Source: an optimization exercise on an open RTL-to-GDS flow (aim: small area, a short achievable clock period and few clock cycles per item). Production flows keep margins and buffers that such runs may drop. Function was checked by simulation only, so behaviour that the tests miss may differ from the original. Power is estimated from default activity; no workload was simulated.

==> inputs of run a <==
Design wfq_sched, start of the top module:
module wfq_sched (
    input             clk,
    input             rst,           
    input             cmd_valid,
    output            cmd_ready,
    input      [2:0]  cmd_op,
    input      [3:0]  cmd_q,
    input      [63:0] cmd_arg,
    output reg        rsp_valid,
    output reg        rsp_none,
    output reg [3:0]  rsp_q,
    output     [63:0] rsp_tag
);
    localparam OP_SETW   = 3'd0;
    localparam OP_ELIG   = 3'd1;
    localparam OP_SELECT = 3'd2;
    localparam OP_END    = 3'd3;
    localparam OP_REBASE = 3'd4;
    localparam OP_LOADF  = 3'd5;
    integer i, j, k;
    function cmp64;
        input [63:0] a;
        input [63:0] b;
        input        cin;
        reg   [63:0] g;
        reg   [63:0] p;
        integer w, n;
        begin
            g = a & ~b;
            p = a | ~b;
            g[0] = g[0] | (p[0] & cin);
            for (w = 1; w < 64; w = w * 2)
                for (n = 0; n < 63; n = n + 2 * w)
                    if (n + w < 63) begin
                        g[n] = g[n+w] | (p[n+w] & g[n]);
  ...
Settings: LEC_CHECK=0, CAP_MARGIN=20, CORE_MARGIN=2, CORE_UTILIZATION=55, CTS_BUF_LIST=sky130_fd_sc_hd__clkbuf_8, PLACE_DENSITY=0.65, SLEW_MARGIN=20; clock period 65.0 ns.
standard.sh (not shown) runs the stock make flow with config.mk's settings and CLKGATE_MAP_FILE= SYNTH_SCRIPT=/design/flow/synth_recipe.tcl, a recipe that flattens the netlist after the stock synthesis.
==> flow/flow/run.sh <==
#!/bin/bash
# Standard layout, with two changes: the port buffers are
# sky130_fd_sc_hd__buf_4 instead of the cell buffer_ports picks by default,
# and the repair_timing run after clock tree synthesis aims at a 14.2 ns
# period (setup margin 50.8 ns against the 65 ns clock), which makes it
# size up the register-to-port paths. Each run of standard.sh logs to its
# own file; ORFS's own logs are under orfs/logs.
set -euo pipefail
export BUFFER_PORTS_ARGS="-buffer_cell sky130_fd_sc_hd__buf_4"
bash standard.sh synth floorplan place > standard_place.log 2>&1
SETUP_SLACK_MARGIN=50.8 bash standard.sh cts > standard_cts.log 2>&1
bash standard.sh > standard_finish.log 2>&1
==> run b (differences from run a) <==
--- a/flow/design.v
+++ b/flow/design.v
@@ -7,11 +7,11 @@
     input      [3:0]  cmd_q,
     input      [63:0] cmd_arg,
     output reg        rsp_valid,
     output reg        rsp_none,
     output reg [3:0]  rsp_q,
-    output     [63:0] rsp_tag
+    output reg [63:0] rsp_tag
 );
     localparam OP_SETW   = 3'd0;
     localparam OP_ELIG   = 3'd1;
     localparam OP_SELECT = 3'd2;
     localparam OP_END    = 3'd3;
@@ -161,11 +161,10 @@
     wire [6:0]  w1    = weight[q1];
     reg           pv [1:NS];
     reg [2:0]     pop [1:NS];
     reg [3:0]     pq [1:NS];
     reg [DW-1:0]  pd [1:NS];
-    reg [15:0]    dq5;           
     reg           p2e;           
     reg           p4e;           
     wire        e1 = v1 && op1 == OP_END;
     wire        p1_end = pv[1] && pop[1] == OP_END;
     assign      end_wait = e1 && p1_end;
@@ -198,11 +197,10 @@
             pd[1]  <= {a1[16], w1, u0};
             pd[2]  <= {pd[1][46:39], u1};
             pd[3]  <= {pd[2][46:39], u1};
             pd[4]  <= {pd[3][46:39], u2};
             pd[5]  <= {pd[4][46:39], u2};
-            dq5    <= 16'd1 << pq[4];
             for (ps = 2; ps <= NS; ps = ps + 1) begin
                 pop[ps] <= pop[ps-1];
                 pq[ps]  <= pq[ps-1];
             end
         end
@@ -214,11 +212,10 @@
     wire       pipe_busy = pv[1] || pv[2] || pv[3] || pv[4] || pv[5];
     reg [63:0]  s_tag [0:15];
     reg [63:0]  f_tag [0:15];
     reg [15:0]  elig;
     reg [63:0]  vtime;
-    assign rsp_tag = vtime;
     reg [255:0] sb;
     wire        rl1     = v1 && (op1 == OP_REBASE || op1 == OP_LOADF);
     wire        rl_go   = rl1 && !pipe_busy && !busy;
     assign      rl_wait = rl1 && !rl_go;
     wire        ex      = v4 && !busy;
@@ -227,11 +224,11 @@
     wire        is_end  = ex && op4 == OP_END;
     wire        is_reb  = rl_go && op1 == OP_REBASE;
     wire        is_ldf  = rl_go && op1 == OP_LOADF;
     wire [30:0] cost    = d4[30:0];
     wire        keep    = d4[46];
-    wire [15:0] dq      = dq5;
+    wire [15:0] dq      = 16'd1 << q4;
     wire [15:0] dq1     = 16'd1 << q1;
     wire [15:0] dk      = 16'd1 << fold_k;
     reg [15:0] win;
     always @(*) begin
         for (i = 0; i < 16; i = i + 1) begin
@@ -260,17 +257,17 @@
             s_rd = s_rd | ({64{ssel[i]}} & s_tag[i]);
             f_rd = f_rd | ({64{fsel[i]}} & f_tag[i]);
         end
     end
     wire [63:0] new_f   = s_rd + {33'd0, cost};
-    wire [63:0] later_v = (cmp64(vtime, f_rd, 1'b1) || (busy && fold_k == 4'd0)) ? f_rd : vtime;
+    wire [63:0] later_v = cmp64(vtime, f_rd, 1'b1) ? f_rd : vtime;
     wire [63:0] xs = (op4 == OP_ELIG) ? later_v : new_f;    
     wire s_wr = is_elig || (is_end && keep);
     reg [15:0] cs;
     always @(*) begin
         for (j = 0; j < 16; j = j + 1)
-            cs[j] = cmp64(xs, s_tag[j], |(dq >> (j + 1)));
+            cs[j] = cmp64(xs, s_tag[j], j < q4);
     end
     wire [15:0] elig_after = keep ? elig : (elig & ~dq);
     wire        end_none   = is_end && elig_after == 16'd0;
     assign busy_next = !rst_r && (end_none || (busy && fold_k != 4'd15));
     genvar ga, gb;
@@ -278,13 +275,13 @@
         for (ga = 0; ga < 16; ga = ga + 1) begin : g_a
             for (gb = ga + 1; gb < 16; gb = gb + 1) begin : g_b
                 always @(posedge clk) begin
                     if (rst_r || is_reb)
                         sb[ga*16+gb] <= 1'b0;
-                    else if (s_wr && dq[ga])
+                    else if (s_wr && q4 == ga)
                         sb[ga*16+gb] <= !cs[gb];
-                    else if (s_wr && dq[gb])
+                    else if (s_wr && q4 == gb)
                         sb[ga*16+gb] <= cs[ga];
                 end
             end
         end
     endgenerate
@@ -311,13 +308,14 @@
         else
             fold_k <= fold_k + 4'd1;
         if (all_wr)
             vtime <= rb_data;
         else if (busy)
-            vtime <= later_v;
+            vtime <= (fold_k == 4'd0) ? f_rd : later_v;
         else if (is_sel && found)
             vtime <= s_rd;
         rsp_valid <= is_sel && !rst;
         rsp_none  <= !found;
         rsp_q     <= win_q;
+        rsp_tag   <= found ? s_rd : vtime;
     end
 endmodule
==> flow/run.sh (new file) <==
#!/bin/bash
# synth_recipe.tcl (not shown) runs the flow's synth.tcl, then flattens the netlist and writes it again
# the make line also repeats each setting of config.mk as NAME=value (left out here)
make -C /OpenROAD-flow-scripts/flow DESIGN_CONFIG=/design/flow/config.mk WORK_HOME=/design/flow/orfs CLKGATE_MAP_FILE= SYNTH_SCRIPT=/design/flow/synth_recipe.tcl finish
Settings changed: CORE_UTILIZATION 55 to 25, CTS_BUF_LIST sky130_fd_sc_hd__clkbuf_8 to not set, PLACE_DENSITY 0.65 to 0.4.
removed: flow/flow/run.sh
removed: flow/standard.sh
==> comparison table <==
Run status: run b complete, no violations; run a complete, no violations
Pin slew with the least headroom to its limit: run b 1.28 ns; run a 1.34 ns
Non-filler cells, final: run b 20,600; run a 15,100
Fin area: run b 167,000 sq um; run a 148,000 sq um
Weighted congestion at the end of routability-driven global placement: run b 0.985; run a 1.06
Fraction of area in clock buffers and inverters: run b 0.0658; run a 0.0568
Largest fanout on the critical path: run b 38; run a 2
Clk_buf instances: run b 434; run a 453
Post-synth EDFFs: run b 2,464; run a 2,476
Reported clock group power: run b 1.93 mW; run a 1.46 mW
WP depth: run b 38; run a 1
Tightest slew margin relative to the limit: run b 0.144; run a 0.107
Worst endpoint required time: run b 65.87 ns; run a 52.00 ns
End point of the most critical hold path: run b pd[5][46]; run a pop[3][1]
Part of the total power dissipated in combinational logic: run b 0.463; run a 0.489
Number of ordinary and repair buffers in the finished layout: run b 733; run a 632
Layout cell share with drive strength beyond 1: run b 0.123; run a 0.138
Well-tap cell count: run b 7,533; run a 3,185
Number of inverters outside the clock class in the layout: run b 298; run a 282
Flip-flop and latch count after synthesis: run b 2,685; run a 2,633
Testbench counts of run a, summed over its fixed seeds: cycles 24,096, items 24,000.
Testbench counts of run b, summed over its fixed seeds: cycles 24,096, items 24,000.

afterwards: timing with drivers on the ports:
No port has a modelled driver above. Below, the same layouts with a new extraction and two added sets of constraints. Step 1 assumes that a clkbuf_16 drives the clock port and a buf_2 every other input. Step 2 also shifts input and output timing later by t, the mid clock arrival at the registers, as if the neighbouring blocks saw the same clock. Slacks: no drivers / after step 1 / after step 2; pairs: no drivers / after step 1.
run | t (ns) | setup WS [ns] | pins driven straight from the clock port
run a | 1.220 | 50.242 / 50.138 / 51.030 | 1
run b | 1.148 | 49.381 / 49.381 / 49.381 | 1
After both steps every run listed still meets setup and hold.
